From an optimization exercise on the open Yosys and OpenROAD flow, aimed at small area, a short achievable clock period and few clock cycles per item; shortcuts taken in it are not production practice. Only simulation tests tie the RTL to the original design; equivalence was not proved.

==> flow/design.v (outline; a module is shown in full before it is edited, if it fits) <==
// module crc_unit: 327 lines
// module crc_unit_mullo: 2270 lines
// module crc_unit_mulhi: 21 lines
module crc_unit (
    input  wire        clk,
    input  wire        rst,              
    input  wire [6:0]  cfg_width,        
    input  wire [63:0] cfg_poly,         
    input  wire [63:0] cfg_init,
    input  wire [63:0] cfg_xorout,
    input  wire [5:0]  cfg_opts,         
    input  wire [63:0] cfg_prefix,       
    input  wire [3:0]  cfg_prefix_len,   
    input  wire [11:0] cfg_alive_off,
    input  wire        in_valid,
    output wire        in_ready,
    input  wire        in_sof,
    input  wire        in_eof,
    input  wire [3:0]  in_count,         
    input  wire [63:0] in_data,          
    input  wire        discard,
    input  wire        rebase,
    output reg         res_valid,
    output reg  [63:0] res_value,
    output reg  [2:0]  res_verdict,      
    output reg  [31:0] messages,
    output reg  [31:0] rejections
);
  // ...
==> flow/flow/run.sh <==
#!/bin/bash
# The standard layout (standard.sh: the standard synthesis and ORFS
# steps, unchanged), with two changes to how the layout is made:
#  - the port buffers that global placement puts on every input and output
#    are sky130_fd_sc_hd__buf_1 (the timing repair sizes up those on
#    slow paths) instead of the default delay cell;
#  - the timing repair steps (floorplan, CTS, global route) aim for more
#    setup slack than the default margin, so that they size up the gates on
#    the slowest paths.  The clock period and constraints are the standard flow's.
# The whole make output goes to standard.log; ORFS keeps each step's log
# under orfs/logs.
set -euo pipefail
echo "export BUFFER_PORTS_ARGS = -buffer_cell sky130_fd_sc_hd__buf_1" >> config.mk
bash standard.sh SETUP_SLACK_MARGIN=35.2 finish > standard.log 2>&1
==> flow/standard.sh <==
#!/bin/bash
# synth_recipe.tcl (not shown) runs the flow's synth.tcl, then flattens the netlist and writes it again
# the make line also repeats each setting of config.mk as NAME=value (left out here)
make -C /OpenROAD-flow-scripts/flow DESIGN_CONFIG=/design/flow/config.mk WORK_HOME=/design/flow/orfs CLKGATE_MAP_FILE= SYNTH_SCRIPT=/design/flow/synth_recipe.tcl "${@:-finish}"
==> flow/config.mk <==
export PLATFORM = sky130hd
export DESIGN_NAME = crc_unit
export DESIGN_NICKNAME = crc_unit
export VERILOG_FILES = /design/flow/design.v
export SDC_FILE = /design/flow/constraint.sdc
export NUM_CORES = 8
export LEC_CHECK = 0
export CAP_MARGIN = 20
export CORE_MARGIN = 2
export CORE_UTILIZATION = 50
export CTS_CLUSTER_DIAMETER = 100
export CTS_CLUSTER_SIZE = 20
export SETUP_SLACK_MARGIN = 1.5
export SLEW_MARGIN = 20
export SYNTH_HIERARCHICAL = 1
export BUFFER_PORTS_ARGS = -buffer_cell sky130_fd_sc_hd__buf_1
==> flow/constraint.sdc <==
create_clock -name core_clock -period 45.0 [get_ports {clk}]
set_input_delay 9.0000 -clock core_clock [delete_from_list [all_inputs] [get_ports {clk}]]
set_output_delay 9.0000 -clock core_clock [all_outputs]
set_load 0.01 [all_outputs]
==> implementation parameters, run 1 <==
Parameter                              Value

GRT
  All-Layer GR Usage    between 50% and 60%
  Layer with the highest usage    met2

Final layout
  Dominant class by area    multi-input gates
  Commonest cells after routing, fill and taps aside    2542 x xnor2_1, 2041 x nand2_1, 1292 x nor2_1
  Post-route design area    a little over 100000 um2
  Area added between synthesis and finish    9.92%
  ClkCell Share    1.45%
  Area of all sequential standard cells    16900 um2
  Multi-input gate share of total cell area    70.8%
  Multi-In Gates    between 10000 and 15000

STA
  Setup repair after global routing missed its margin    yes
  Final setup violating endpoints    0
  Final Slew Violations    0

Floorplanning
  Vertical die dimension    around 430 um
  Number of core rows    roughly 160
  Area of the core    approximately 180000 um2
  Effective utilization at floorplan    between 50% and 60%

Routing
  Met1 Routed Length    ~180000 um
  Residual DRC count    0
  Vias per cell    between 6 and 7
  Detailed-route wire length per cell    around 36 um
  Top layer reached by signal wires    met5

Worst hold path
  Type of the most critical hold path    reg2reg
  Worst hold path startpoint    rb0

Outcome
  Status    finished clean

Critical path
  Largest stage delay on the critical path    roughly 0.40 ns
  Worst path buffer plus inverter count    1
  Type of element launching the critical path    register
  Launching element of the worst setup path    rejections[18]

Clock network
  Inserted Clock Buffers    between 40 and 50
  Htree depth    2
  Post-CTS clock slew at the launch and capture registers of the worst setup and hold paths    ~0.09 ns

Placement
  Setup WS pre-CTS    between 30 and 40 ns
  Placed Cells incl. Taps    between 10000 and 15000
  HPWL after detailed placement    ~380000 um

Synth
  Number of instances in the synthesized netlist    between 10000 and 15000
Testbench counts, summed over its fixed seeds: cycles 12,820, octets 87,825.
==> inputs of run 2 (changes only) <==
--- a/flow/config.mk
+++ b/flow/config.mk
@@ -7,7 +7,7 @@
 export LEC_CHECK = 0
 export CAP_MARGIN = 20
 export CORE_MARGIN = 2
-export CORE_UTILIZATION = 50
+export CORE_UTILIZATION = 30
 export CTS_CLUSTER_DIAMETER = 100
 export CTS_CLUSTER_SIZE = 20
 export SETUP_SLACK_MARGIN = 1.5
==> run 2 against run 1 <==
Effect of this change: sequential cell count unchanged; hold slack improved by 0.0097 ns; critical path depth did not move; synthesized area stayed put; synthesized cell count is the same; clock skew up 0.047 ns; utilization is 21 points lower; critical endpoint is now in_ready.
==> implementation parameters, run 2 <==
Parameter                              Value

Routing
  Residual DRC count    0 (unchanged)
  Vias post-DR    101000
  Detailed-route wire length per cell    31.4 um (-12%)
  Antenna-violating nets left    0
  Initial DRT Pass Iterations    19
  Vias per cell    6.07 (-13%)
  Final wirelength    about 520000 um
  Violation count after the first detailed-route iteration    about 19000

STA
  Final total negative setup slack    0 ns
  Headroom to the max-slew limit    3.87%
  Final worst clock skew    just over 0.09 ns
  Final Slew Violations    0 (unchanged)
  Setup repair after global routing missed its margin    yes
  Final setup violating endpoints    0 (unchanged)
  Highest attainable clock frequency    approximately 0.097 GHz
  Fin crit share    22.9%
  Final-report hold violation count    0
  Clock period minus final worst setup slack    approximately 10 ns
  Transition time at the pin with the least slew margin    approximately 1.4 ns

Clock network
  Post-CTS clock slew at the launch and capture registers of the worst setup and hold paths    0.09 ns (about the same)
  Master cell of the clock root buffer    clkbuf_16
  Htree depth    2 (unchanged)
  Hold buffer count at cts    0
  Worst-case clock buffer depth    3
  Worst skew pair latency    0.78 ns
  Sinks on Clock Net    730
  TritonCTS clock tree    built
  Inserted Clock Buffers    50 (+6.4%)

Floorplanning
  Vertical die dimension    558 um (+29%)
  Horizontal die dimension    approximately 560 um
  Effective utilization at floorplan    30.1% (-20 points)
  Number of core rows    203 (+29%)
  Area of the core    305000 um2 (+67%)
  Overall die area    just over 300000 um2
  Top-level port count    around 490

Critical path
  Worst R2R End    crc_q[29]
  Largest stage delay on the critical path    0.45 ns (+0.05 ns)
  Worst Path Max Fanout    2
  Worst reg2reg path startpoint    sof0
  Critical-path cell with the highest stage delay    dfxtp_4
  Worst path top cell family by delay    flip-flops
  Start-to-end type of the worst setup path    reg2out
  Worst path buffer plus inverter count    1 (unchanged)
  Setup slack of the worst register-to-register path    around 35 ns
  Type of element launching the critical path    register
  Worst R2R Path Depth    29
  List of cells traversed by the critical path    buf_6
  Kind of end point of the critical path    primary output
  Signal arrival time at the worst endpoint    about 1.3 ns
  Required time of the worst setup path    ~36 ns

Synth
  Synthesized area per cell    approximately 7.4 um2
  Synthesized Nets    between 10000 and 15000
  Number of instances in the synthesized netlist    12400 (unchanged)
  Cell area after technology mapping    ~92000 um2
  Number of warnings reported in the yosys synthesis log    7

GRT
  All-Layer GR Usage    31.9% (-23 points)
  First-pass GRT wire length    a little over 700000 um
  Number of global-route vias before repair    just over 90000
  Number of antenna violations at the first check in global routing    30
  Remaining global-route overflow    0
  Largest net degree at the start of global routing    around 110

Final layout
  Multi-input combinational cell area    approximately 70000 um2
  Filler cell count    approximately 33000
  Fraction of layout cells with a size suffix above 1    a little over a tenth
  Net total in the final layout    ~13000
  Area added between synthesis and finish    12.4%
  Post-layout instance count excluding filler cells    ~17000
  Area of all sequential standard cells    16900 um2 (about the same)
  Commonest cells after routing, fill and taps aside    2517 x xnor2_1, 2041 x nand2_1, 1292 x nor2_1
  Most common library cell in the layout ignoring fill and taps    xnor2_1

Worst hold path
  Worst hold path startpoint    base_held_q
  Type of the most critical hold path    reg2reg
  Cells on Worst Hold Path    1
  Hold-critical path endpoint    res_verdict[2]

Placement
  Placed Cells incl. Taps    16400 (+11%)
  HPWL after detailed placement    370000 um (-2.8%)
  Count of input and output buffers    just under 500
  Weighted congestion at the end of routability-driven global placement    approximately 1.1

Outcome
  Status    finished clean

Job
  Number of max-cap violations    0
run 2: area by class of cell:
type	instances	area share, %
multi-input cells	10500	69.4
flip-flops and latches	730	16.4
repair buffers	1089	7.22
well taps	4100	4.96
clock buffers	63	1.28
inverters	134	0.491
clock inverters	16	0.272
diodes	21	0.0508
run 2: worst max path at each step:
stage,start,cells past startpoint,endpoint,slack (ns)
after floorplan,in_count[3],8,n1_q[0],34.75
after global placement,sof0,28,crc_q[32],33.70
after detailed placement,in_count[1],8,n1_q[1],33.77
after CTS,rdy_q,1,in_ready,34.69
after global routing,rdy_q,1,in_ready,34.69
final,rdy_q,1,in_ready,34.70
run 2: metal layers:
layer	GRT usage, %	vias up	part of all wire (%)
met5	1.07	-	0.11
met4	24.8	22	9.9
met3	13.2	2348	16
met2	44.4	8956	39
met1	38.4	47300	35
li1	-	42500	-
run 2: timing repair:
action / in CTS / in global routing
endpoints found under the setup margin: 233 / 194
cloned: 2 / 2
pin swaps: 7 / 13
buffers inserted: 74 / 15
gates resized for setup: 470 / 119
run 2: metrics by stage:
step / instance area, um2 / hold WS [ns] / setup slack (ns) / util, %
finish: 103000 / 0.423 / 34.70 / 33.9
global placement: 98800 / 0.408 / 33.70 / 32.4
detailed placement: 98800 / 0.419 / 33.77 / 32.4
global route: 103000 / 0.433 / 34.69 / 33.9
CTS: 102000 / 0.422 / 34.69 / 33.6
floorplan: 92100 / 0.375 / 34.75 / -
==> module crc_unit, before the edit <==
module crc_unit (
    input  wire        clk,
    input  wire        rst,              
    input  wire [6:0]  cfg_width,        
    input  wire [63:0] cfg_poly,         
    input  wire [63:0] cfg_init,
    input  wire [63:0] cfg_xorout,
    input  wire [5:0]  cfg_opts,         
    input  wire [63:0] cfg_prefix,       
    input  wire [3:0]  cfg_prefix_len,   
    input  wire [11:0] cfg_alive_off,
    input  wire        in_valid,
    output wire        in_ready,
    input  wire        in_sof,
    input  wire        in_eof,
    input  wire [3:0]  in_count,         
    input  wire [63:0] in_data,          
    input  wire        discard,
    input  wire        rebase,
    output reg         res_valid,
    output reg  [63:0] res_value,
    output reg  [2:0]  res_verdict,      
    output reg  [31:0] messages,
    output reg  [31:0] rejections
);
    localparam [2:0] V_NONE = 3'd0, V_OK = 3'd1, V_DIFFERS = 3'd2,
                     V_OOS  = 3'd3, V_BASE = 3'd4;
    localparam [3:0] S_RDY  = 4'd0, S_LOAD = 4'd1, S_IDLE = 4'd2, S_P0 = 4'd3, S_P1 = 4'd4, S_P2 = 4'd5, S_P3 = 4'd6, S_PF = 4'd7, S_PC = 4'd8;
    integer i, j;
    genvar  gt, gi;
    reg        rst_q;
    reg [5:0]  opts_q;
    reg [6:0]  w_q;
    reg [11:0] aoff_q;
    reg [3:0]  plen_q;
    reg [63:0] xo_q;
    wire opt_refin  = opts_q[0];
    wire opt_refout = opts_q[1];
    wire opt_alive  = opts_q[3];
    wire opt_verify = opts_q[4];
    wire opt_bigend = opts_q[5];
    reg  [6:0] align;
    reg  [3:0] k_q;          
    reg  [8:0] k_oh;
    reg        pref;
    wire [3:0] k_w = opt_verify ? ((w_q + 7'd7) >> 3) : 4'd0;
    always @(posedge clk) begin
        align <= 7'd64 - w_q;
        k_q   <= k_w;
        for (i = 0; i < 9; i = i + 1)
            k_oh[i] <= (k_w == i);
        pref  <= opts_q[2] && (plen_q != 4'd0);
    end
    reg [63:0] poly_q;       
    reg [63:0] mu_q;         
    reg [63:0] start_q;      
    reg [3:0]  seq_q;
    reg        rdy_q;
    reg        rdy_o;        
    assign in_ready = rdy_o;
    reg        v0, sof0, eof0, pf0, d0, rb0;
    reg [3:0]  c0;
    reg [8:0]  c0h;          
    reg [63:0] x0;
    reg [16:0] dsx;          
    reg [8:0]  n0_q;         
    reg [8:0]  n1_q;         
    reg        r_poly;       
    reg        s_cfg;        
    reg [63:0] crc_q;        
    reg [63:0] hold_q;       
    reg [8:0]  d_q;          
    reg [12:0] arem_q;       
    reg [7:0]  ctr_q;
    reg        open_q;
    reg        e1;           
    reg [7:0]  base_q;
    reg        base_held_q;
    wire        active   = v0 && !pf0 && (sof0 || open_q);
    wire [8:0]  dcur     = pf0 ? 9'd1 : sof0 ? k_oh : d_q;
    wire        r_start  = sof0 && !s_cfg;
    wire [8:0]  nsl      = r_start ? n1_q : n0_q;
    wire [16:0] dsh      = sof0 ? 17'd0 : dsx;
    reg  [8:0]  dn, yh;       
    reg         lt;           
    always @(*) begin
        dn = 9'd0; lt = 1'b0;
        for (i = 0; i < 9; i = i + 1)
            for (j = 0; j < 9; j = j + 1) begin
                if (j >= i) dn[j-i] = dn[j-i] | (c0h[i] & dcur[j]);
                else        dn[0]   = dn[0]   | (c0h[i] & dcur[j]);
                if (i < j)  lt      = lt      | (c0h[i] & dcur[j]);
            end
        yh = (eof0 && lt) ? dcur : c0h;
    end
    wire [8:0] d_next = active ? dn : d_q;
    wire [63:0] X = {x0[7:0], x0[15:8], x0[23:16], x0[31:24],
                     x0[39:32], x0[47:40], x0[55:48], x0[63:56]};
    reg  [63:0] Xm;
    always @(*) begin
        for (i = 0; i < 8; i = i + 1)
            Xm[8*i +: 8] = (7 - i < c0) ? X[8*i +: 8] : 8'd0;
    end
    wire [127:0] Jm = {sof0 ? 64'd0 : hold_q, Xm};
    reg [63:0] Dr, Yl;
    always @(*) begin
        Dr = 64'd0;
        Yl = 64'd0;
        for (i = 0; i < 8; i = i + 1) begin
            for (j = 0; j < 17; j = j + 1) begin
                if (i + j <= 7)
                    Dr[8*i +: 8] = Dr[8*i +: 8] | ({8{dsx[j]}} & X[8*(i+j) +: 8]);
                else if (i + j <= 15)
                    Dr[8*i +: 8] = Dr[8*i +: 8] | ({8{dsh[j]}} & hold_q[8*(i+j-8) +: 8]);
            end
            for (j = 0; j < 9; j = j + 1)
                Yl[8*i +: 8] = Yl[8*i +: 8] | ({8{yh[j]}} & Jm[8*(i+8-j) +: 8]);
        end
    end
    reg [63:0] hold_new;
    always @(*) begin
        for (i = 0; i < 8; i = i + 1)
            hold_new[8*i +: 8] = (i < k_q) ? Yl[8*i +: 8] : 8'd0;
    end
    reg [63:0] Dref;
    always @(*) begin
        for (i = 0; i < 64; i = i + 1)
            Dref[i] = opt_refin ? Dr[8*(i/8) + 7 - (i%8)] : Dr[i];
    end
    wire [12:0] arem_cur  = sof0 ? {1'b0, aoff_q} : arem_q;
    wire [7:0]  ctr_cur   = sof0 ? 8'd0 : ctr_q;
    wire [12:0] arem_sub  = arem_cur - {9'd0, c0};
    wire        alive_hit = !arem_cur[12] && arem_sub[12];     
    wire [7:0]  ctr_new   = alive_hit ? x0[8*arem_cur[2:0] +: 8] : ctr_cur;
    wire [12:0] arem_new  = arem_cur[12] ? arem_cur : arem_sub;
    wire [63:0] R_in = r_poly ? poly_q : r_start ? start_q : crc_q;
    reg  [63:0] Rhi, Rlo;
    always @(*) begin
        Rhi = 64'd0;
        Rlo = 64'd0;
        for (i = 0; i < 8; i = i + 1)
            for (j = 0; j < 9; j = j + 1) begin
                if (j > i)
                    Rhi[8*i +: 8] = Rhi[8*i +: 8] | ({8{nsl[j]}} & R_in[8*(i+8-j) +: 8]);
                if (j <= i)
                    Rlo[8*i +: 8] = Rlo[8*i +: 8] | ({8{nsl[j]}} & R_in[8*(i-j) +: 8]);
            end
    end
    wire [63:0] H = Rhi ^ Dref;
    wire [63:0] hp;      
    wire [63:0] q = H ^ hp;
    wire [63:0] lp;      
    crc_unit_mulhi u_mulhi (.a(H), .b(mu_q), .p(hp));
    crc_unit_mullo u_mullo (.a(q), .b(poly_q), .p(lp));
    wire [63:0] R_out = lp ^ Rlo;
    wire        sh_cfg = (seq_q == S_IDLE) || (seq_q == S_P0);
    reg  [63:0] crc_rev;
    always @(*) begin
        for (i = 0; i < 64; i = i + 1) crc_rev[i] = crc_q[63-i];
    end
    wire [63:0] sh_in  = (seq_q == S_IDLE) ? x0 :
                         (seq_q == S_P0)   ? start_q :
                         opt_refout        ? crc_q : crc_rev;
    wire [6:0]  sh_amt = (seq_q == S_IDLE)        ? 7'd64 - w_q :
                         (sh_cfg || !opt_refout) ? align : 7'd0;
    wire [63:0] sh_out = sh_in << sh_amt;
    reg [7:0] mu8;
    reg [7:0] mt;
    always @(*) begin
        mt  = sh_out[63:56];
        mu8 = 8'd0;
        for (i = 7; i >= 0; i = i - 1) begin
            mu8[i] = mt[i];
            if (mt[i])
                for (j = 0; j < i; j = j + 1)
                    mt[j] = mt[j] ^ sh_out[64-i+j];
        end
    end
    reg [63:0] A;
    always @(*) begin
        for (i = 0; i < 64; i = i + 1) A[i] = sh_out[63-i];
    end
    wire [63:0] result = A ^ xo_q;
    reg [63:0] hold_rev;     
    always @(*) begin
        hold_rev = 64'd0;
        for (i = 0; i < 8; i = i + 1)
            for (j = 1; j <= 8; j = j + 1)
                if (i < j)
                    hold_rev[8*i +: 8] = hold_rev[8*i +: 8] |
                                         ({8{k_oh[j]}} & hold_q[8*(j-1-i) +: 8]);
    end
    wire [63:0] recv  = opt_bigend ? hold_q : hold_rev;
    wire        match = (result == recv);
    reg [2:0] verdict;
    always @(*) begin
        if (!opt_verify)
            verdict = V_NONE;
        else if (!match)
            verdict = V_DIFFERS;
        else if (!opt_alive)
            verdict = V_OK;
        else if (!base_held_q)
            verdict = V_BASE;
        else if (ctr_q == base_q + 8'd1)
            verdict = V_OK;
        else
            verdict = V_OOS;
    end
    wire reject = (verdict == V_DIFFERS) || (verdict == V_OOS);
    reg open_next;
    always @(*) begin
        open_next = open_q;
        if (active) open_next = !eof0;
        if (d0 || rst_q) open_next = 1'b0;
    end
    wire restart = (!in_valid && !open_next && !(active && eof0)) || rst;
    function [3:0] adv(input [3:0] s, input p);
        case (s)
            S_RDY:   adv = S_RDY;
            S_P3:    adv = p ? S_PF : S_RDY;
            S_PC:    adv = S_RDY;
            default: adv = s + 4'd1;
        endcase
    endfunction
    wire [3:0] seq_adv  = adv(seq_q, pref);
    wire       pfsel    = (seq_q == S_P3) && pref;
    wire       x0_poly  = !rdy_q && !pfsel;           
    wire [3:0] seq_next = restart ? (x0_poly ? S_IDLE : S_LOAD) : seq_adv;
    wire       capn = rdy_q || pfsel;                 
    reg  [8:0] inh, n0, n1, n_seq, n_pf;
    reg [16:0] dsn, ds_pf;
    always @(*) begin
        case (seq_adv)
            S_P0, S_P1: n_seq = 9'b000000010;
            S_P2:       n_seq = 9'b000000100;
            S_P3:       n_seq = 9'b000010000;
            default:    n_seq = 9'b000000001;
        endcase
        for (i = 0; i < 9; i = i + 1) begin
            n_pf[i] = (plen_q == i);
            inh[i]  = (in_count == i);
        end
        for (i = 0; i < 17; i = i + 1)
            ds_pf[i] = ({1'b0, plen_q} == 8 - i);
        n0 = 9'd0; n1 = 9'd0; dsn = 17'd0;
        for (i = 0; i < 9; i = i + 1)
            for (j = 0; j < 9; j = j + 1) begin
                if (i >= j) begin
                    n0[i-j] = n0[i-j] | (inh[i] & d_next[j]);
                    n1[i-j] = n1[i-j] | (inh[i] & k_oh[j]);
                end else begin
                    n0[0] = n0[0] | (inh[i] & d_next[j]);
                    n1[0] = n1[0] | (inh[i] & k_oh[j]);
                end
                dsn[8-i+j] = dsn[8-i+j] | (inh[i] & k_oh[j]);
            end
    end
    wire        capb  = in_valid && rdy_q;            
    wire [8:0]  n0_n  = rdy_q ? (in_valid ? n0 : 9'd1) : n_seq;
    wire [8:0]  n1_n  = pfsel ? n_pf : n1;
    wire [16:0] dsx_n = pfsel ? ds_pf : capb ? dsn : 17'd0;
    always @(posedge clk) begin
        rst_q  <= rst;
        opts_q <= cfg_opts;
        w_q    <= cfg_width;
        aoff_q <= cfg_alive_off;
        plen_q <= cfg_prefix_len;
        xo_q   <= cfg_xorout;
        seq_q <= seq_next;
        rdy_q <= !restart && (adv(seq_adv, pref) == S_RDY);
        rdy_o <= !restart && (adv(seq_adv, pref) == S_RDY);
        v0   <= (in_valid && rdy_q) || (pfsel && !restart);
        sof0 <= pfsel || (capb && in_sof);
        eof0 <= !pfsel && capb && in_eof;
        pf0  <= pfsel;
        c0   <= pfsel ? plen_q : capb ? in_count : 4'd0;
        c0h  <= pfsel ? n_pf : capb ? inh : 9'd1;
        x0   <= rdy_q ? in_data : pfsel ? cfg_prefix : cfg_poly;
        d0   <= discard && !in_valid;
        rb0  <= rebase && !in_valid;
        n0_q   <= n0_n;
        n1_q   <= n1_n;
        dsx    <= dsx_n;
        r_poly <= !capn && (seq_adv == S_P0);
        s_cfg  <= !capn;
        if (seq_q == S_IDLE) begin
            poly_q  <= sh_out;
            mu_q    <= {mu8, 56'd0};
            start_q <= cfg_init;
        end
        if (seq_q == S_P0)
            start_q <= sh_out;
        if (seq_q == S_P1) mu_q[55:48] <= q[7:0];
        if (seq_q == S_P2) mu_q[47:32] <= q[15:0];
        if (seq_q == S_P3) mu_q[31:0]  <= q[31:0];
        if (seq_q == S_PC)
            start_q <= crc_q;
        crc_q  <= R_out;
        hold_q <= hold_new;
        arem_q <= arem_new;
        ctr_q  <= ctr_new;
        d_q    <= d_next;
        open_q <= open_next;
        e1     <= active && eof0 && !rst_q;
        res_valid   <= e1 && !rst && !rst_q;
        res_value   <= result;
        res_verdict <= verdict;
        messages   <= messages + {31'd0, e1 && !(&messages)};
        if (e1 && reject && !(&rejections))
            rejections <= rejections + 32'd1;
        if (e1) begin
            if (opt_verify && match && opt_alive &&
                (verdict == V_BASE || verdict == V_OK)) begin
                base_q      <= ctr_q;
                base_held_q <= 1'b1;
            end
        end
        if (rb0)
            base_held_q <= 1'b0;
        if (rst_q) begin
            messages    <= 32'd0;
            rejections  <= 32'd0;
            base_held_q <= 1'b0;
        end
    end
endmodule
==> inputs of run 3 (changes only) <==
--- a/flow/design.v
+++ b/flow/design.v
@@ -25,7 +25,15 @@
 );
     localparam [2:0] V_NONE = 3'd0, V_OK = 3'd1, V_DIFFERS = 3'd2,
                      V_OOS  = 3'd3, V_BASE = 3'd4;
-    localparam [3:0] S_RDY  = 4'd0, S_LOAD = 4'd1, S_IDLE = 4'd2, S_P0 = 4'd3, S_P1 = 4'd4, S_P2 = 4'd5, S_P3 = 4'd6, S_PF = 4'd7, S_PC = 4'd8;
+    localparam [3:0] S_RDY  = 4'd0,   
+                     S_LOAD = 4'd1,   
+                     S_IDLE = 4'd2,   
+                     S_P0   = 4'd3,   
+                     S_P1   = 4'd4,   
+                     S_P2   = 4'd5,   
+                     S_P3   = 4'd6,   
+                     S_PF   = 4'd7,   
+                     S_PC   = 4'd8;   
     integer i, j;
     genvar  gt, gi;
     reg        rst_q;
@@ -55,9 +63,8 @@
     reg [63:0] mu_q;         
     reg [63:0] start_q;      
     reg [3:0]  seq_q;
-    reg        rdy_q;
-    reg        rdy_o;        
-    assign in_ready = rdy_o;
+    reg        rdy_q;        
+    assign in_ready = rdy_q;
     reg        v0, sof0, eof0, pf0, d0, rb0;
     reg [3:0]  c0;
     reg [8:0]  c0h;          
@@ -224,10 +231,11 @@
         endcase
     endfunction
     wire [3:0] seq_adv  = adv(seq_q, pref);
+    wire       rdy      = (seq_adv == S_RDY);
     wire       pfsel    = (seq_q == S_P3) && pref;
-    wire       x0_poly  = !rdy_q && !pfsel;           
+    wire       x0_poly  = !rdy && !pfsel;             
     wire [3:0] seq_next = restart ? (x0_poly ? S_IDLE : S_LOAD) : seq_adv;
-    wire       capn = rdy_q || pfsel;                 
+    wire       capn = rdy || pfsel;                   
     reg  [8:0] inh, n0, n1, n_seq, n_pf;
     reg [16:0] dsn, ds_pf;
     always @(*) begin
@@ -256,8 +264,8 @@
                 dsn[8-i+j] = dsn[8-i+j] | (inh[i] & k_oh[j]);
             end
     end
-    wire        capb  = in_valid && rdy_q;            
-    wire [8:0]  n0_n  = rdy_q ? (in_valid ? n0 : 9'd1) : n_seq;
+    wire        capb  = in_valid && rdy;              
+    wire [8:0]  n0_n  = rdy ? (in_valid ? n0 : 9'd1) : n_seq;
     wire [8:0]  n1_n  = pfsel ? n_pf : n1;
     wire [16:0] dsx_n = pfsel ? ds_pf : capb ? dsn : 17'd0;
     always @(posedge clk) begin
@@ -269,14 +277,13 @@
         xo_q   <= cfg_xorout;
         seq_q <= seq_next;
         rdy_q <= !restart && (adv(seq_adv, pref) == S_RDY);
-        rdy_o <= !restart && (adv(seq_adv, pref) == S_RDY);
-        v0   <= (in_valid && rdy_q) || (pfsel && !restart);
+        v0   <= (in_valid && rdy) || (pfsel && !restart);
         sof0 <= pfsel || (capb && in_sof);
         eof0 <= !pfsel && capb && in_eof;
         pf0  <= pfsel;
         c0   <= pfsel ? plen_q : capb ? in_count : 4'd0;
         c0h  <= pfsel ? n_pf : capb ? inh : 9'd1;
-        x0   <= rdy_q ? in_data : pfsel ? cfg_prefix : cfg_poly;
+        x0   <= rdy ? in_data : pfsel ? cfg_prefix : cfg_poly;
         d0   <= discard && !in_valid;
         rb0  <= rebase && !in_valid;
         n0_q   <= n0_n;
==> flow/flow/run.sh (replaced) <==
#!/bin/bash
# The standard layout (standard.sh: the standard synthesis and ORFS
# steps, unchanged), with two changes to how the layout is made:
#  - the port buffers that global placement puts on every input and output
#    are sky130_fd_sc_hd__buf_2 instead of the default delay cell;
#  - the timing repair steps (floorplan, CTS, global route) aim for more
#    setup slack than the default margin, so that they size up the gates on
#    the slowest paths.  The clock period and constraints are the standard flow's.
# The whole make output goes to standard.log; ORFS keeps each step's log
# under orfs/logs.
set -euo pipefail
echo "export BUFFER_PORTS_ARGS = -buffer_cell sky130_fd_sc_hd__buf_2" >> config.mk
bash standard.sh SETUP_SLACK_MARGIN=35.2 finish > standard.log 2>&1
--- a/flow/config.mk
+++ b/flow/config.mk
@@ -7,10 +7,10 @@
 export LEC_CHECK = 0
 export CAP_MARGIN = 20
 export CORE_MARGIN = 2
-export CORE_UTILIZATION = 30
+export CORE_UTILIZATION = 40
 export CTS_CLUSTER_DIAMETER = 100
 export CTS_CLUSTER_SIZE = 20
 export SETUP_SLACK_MARGIN = 1.5
 export SLEW_MARGIN = 20
 export SYNTH_HIERARCHICAL = 1
-export BUFFER_PORTS_ARGS = -buffer_cell sky130_fd_sc_hd__buf_1
+export BUFFER_PORTS_ARGS = -buffer_cell sky130_fd_sc_hd__buf_2
==> run 3 against run 2 <==
Effect of this change: clock skew is 0.036 ns lower; synthesized area is 0.70% higher; die area is 24% lower; utilization is 11 points higher; worst setup slack better by 0.032 ns; global-route usage is 11 points higher; non-clock buffer count is 31 higher; register-to-register slack worse by 0.07 ns; critical path type unchanged.
==> implementation parameters, run 3 <==
Parameter                              Value

Final layout
  Area added between synthesis and finish    11.1%
  Filler cell count    23500 (-28%)
  Multi-input combinational cell area    72100 um2 (+0.56%)
  Commonest cells after routing, fill and taps aside    2543 x xnor2_1, 2097 x nand2_1, 1406 x nor2_1
  Fraction of layout cells with a size suffix above 1    13.9% (+2.9 points)
  Net total in the final layout    13000 (+1.3%)
  Most common library cell in the layout ignoring fill and taps    xnor2_1
  Area of all sequential standard cells    16900 um2 (about the same)

Routing
  Vias per cell    6.51 (+7.2%)
  Antenna-violating nets left    0 (unchanged)
  Initial DRT Pass Iterations    14 (-5)
  Residual DRC count    0 (unchanged)
  Detailed-route wire length per cell    33.4 um (+6.5%)
  Vias post-DR    102000 (+1.3%)
  Final wirelength    525000 um (+0.64%)
  Violation count after the first detailed-route iteration    20700 (+7.5%)

Critical path
  Largest stage delay on the critical path    0.40 ns (-0.05 ns)
  Worst path top cell family by delay    flip-flops
  Signal arrival time at the worst endpoint    1.27 ns (-0.03 ns)
  Setup slack of the worst register-to-register path    35.05 ns (-0.07 ns)
  Worst Path Max Fanout    1 (-1)
  Critical-path cell with the highest stage delay    dfxtp_4
  Worst path buffer plus inverter count    1 (unchanged)
  Type of element launching the critical path    register
  Start-to-end type of the worst setup path    reg2out
  Kind of end point of the critical path    primary output
  List of cells traversed by the critical path    buf_8
  Required time of the worst setup path    36.00 ns (about the same)

GRT
  First-pass GRT wire length    729000 um (+1.7%)
  All-Layer GR Usage    42.5% (+11 points)
  GR met1 Demand/Resource    53.8% (+15 points)
  Global routing usage on met2    58.3% (+14 points)
  Layer with the highest usage    met2
  M3 GR Usage    16.5% (+3.3 points)
  Remaining global-route overflow    0 (unchanged)
  Number of global-route vias before repair    93300 (+1.6%)
  Number of antenna violations at the first check in global routing    38 (+27%)
  Largest net degree at the start of global routing    108 (unchanged)

STA
  Final total negative setup slack    0 ns (unchanged)
  Final critical-path setup slack    34.73 ns (+0.0318 ns)
  Final Hold Slack    0.403 ns (-0.0201 ns)
  Final setup violating endpoints    0 (unchanged)
  Fin crit share    22.8% (-0.071 points)
  Final-report hold violation count    0 (unchanged)
  Transition time at the pin with the least slew margin    1.39 ns (-0.0489 ns)
  Setup repair after global routing missed its margin    yes
  Final Slew Violations    0 (unchanged)
  Highest attainable clock frequency    0.0974 GHz (+0.31%)
  Clock period minus final worst setup slack    10.27 ns (-0.0318 ns)
  Headroom to the max-slew limit    6.50% (+2.6 points)
  Final worst clock skew    0.0574 ns (-0.0359 ns)

Floorplanning
  Effective utilization at floorplan    40.2% (+10 points)
  Horizontal die dimension    485 um (-13%)
  Overall die area    235000 um2 (-24%)
  Top-level port count    493 (unchanged)
  Vertical die dimension    485 um (-13%)
  Number of core rows    176 (-13%)
  Area of the core    230000 um2 (-25%)

Worst hold path
  Type of the most critical hold path    reg2reg

Clock network
  Post-CTS clock slew at the launch and capture registers of the worst setup and hold paths    0.09 ns (about the same)
  Worst-case clock buffer depth    3 (unchanged)
  Inserted Clock Buffers    47 (-6.0%)
  Worst skew pair latency    0.73 ns (-0.05 ns)
  Master cell of the clock root buffer    clkbuf_16
  Htree depth    2 (unchanged)
  Sinks on Clock Net    730 (unchanged)
  Hold buffer count at cts    0 (unchanged)
  TritonCTS clock tree    built

Placement
  HPWL after detailed placement    375000 um (+1.4%)
  Weighted congestion at the end of routability-driven global placement    1.08 (about the same)
  Setup WS pre-CTS    33.95 ns (+0.174 ns)
  Count of input and output buffers    492 (unchanged)

Synth
  Synthesized Nets    13000 (+1.2%)
  Number of instances in the synthesized netlist    12600 (+1.2%)
  Number of warnings reported in the yosys synthesis log    7 (unchanged)
  Cell area after technology mapping    92600 um2 (+0.70%)
  Synthesized area per cell    7.36 um2 (-0.49%)

Outcome
  Status    finished clean

Job
  Number of max-cap violations    0 (unchanged)
==> run 3: changes by cell type in the layout (fill, tap and decap cells not counted), sizes merged, moves of 27 or more <==
cell / change
nand3: -47
o21ai: -72
a22oi: -30
buf: +34
a21oi: +27
nand2: +59
nor2: +119
a31oi: +69
mux2i: -43
and2: +51
nor2b: -51
==> run 3: cell type report <==
class                      instances  share of cell area (%)
antenna                           24                  0.0584
clock inverter                    13                   0.191
inverter                         127                   0.480
timing repair buffer            1120                    7.85
multi-input combinational      10600                    70.1
clock buffer                      62                    1.22
sequential                       730                    16.5
tap                             3026                    3.68
==> run 3: worst paths after layout <==
check | cells past startpoint | start | to
max | 1 | rdy_q | in_ready
min | 1 | rb0 | base_held_q
max reg2reg | 30 | dsx[7] | crc_q[36]
min reg2reg | 1 | rb0 | base_held_q
==> run 3: repair_timing <==
item | 4_1_cts | 5_1_grt
setup buffers | 56 | 22
endpoints found under the setup margin | 189 | 194
pin swaps | 0 | 5
gates resized for setup | 350 | 81
==> run 3: through the flow <==
stage	std cells	util (%)	cell area [um2]
after CTS	15700	44.4	102000
after global placement	15600	43.1	99100
after global routing	15700	44.7	103000
after floorplan	12600	-	92800
final	15700	44.7	103000
after detailed placement	15600	43.1	99100
==> run 3: metal layers <==
| metal | part of all wire (%) | vias to the layer above |
|---|---|---|
| met2 | 38 | 8975 |
| met5 | 0.10 | - |
| li1 | - | 43100 |
| met1 | 36 | 48100 |
| met4 | 9.4 | 34 |
| met3 | 16 | 2230 |
Testbench counts of run 3, summed over its fixed seeds: cycles 12,820, octets 87,825.

[re-timing with driven ports]
Ports are ideal in the flow. The routed layouts listed here were re-timed in OpenROAD.
Step 1 assumes that a clkbuf_16 drives the clock port and a buf_2 every other input.
Step 2, shift: input delay + t, output delay - t, t = (earliest + latest rising clock arrival at the registers) / 2. This alone moves slack from input paths to output paths.
Three values: ideal, step 1, step 2; two values: the first two.
run	shift t [ns]	setup WS [ns]	worst register clock-pin slew, ns
run 1	0.803	34.761 / 34.666 / 34.378	0.10 / 0.10
run 2	0.839	34.700 / 34.590 / 34.288	0.11 / 0.11
run 3	0.789	34.731 / 34.644 / 34.208	0.11 / 0.11
After both steps every run listed still meets setup and hold. For run 3, which loses most, drivers alone change the setup slack by -0.087 ns; drivers and shift together by -0.523 ns.
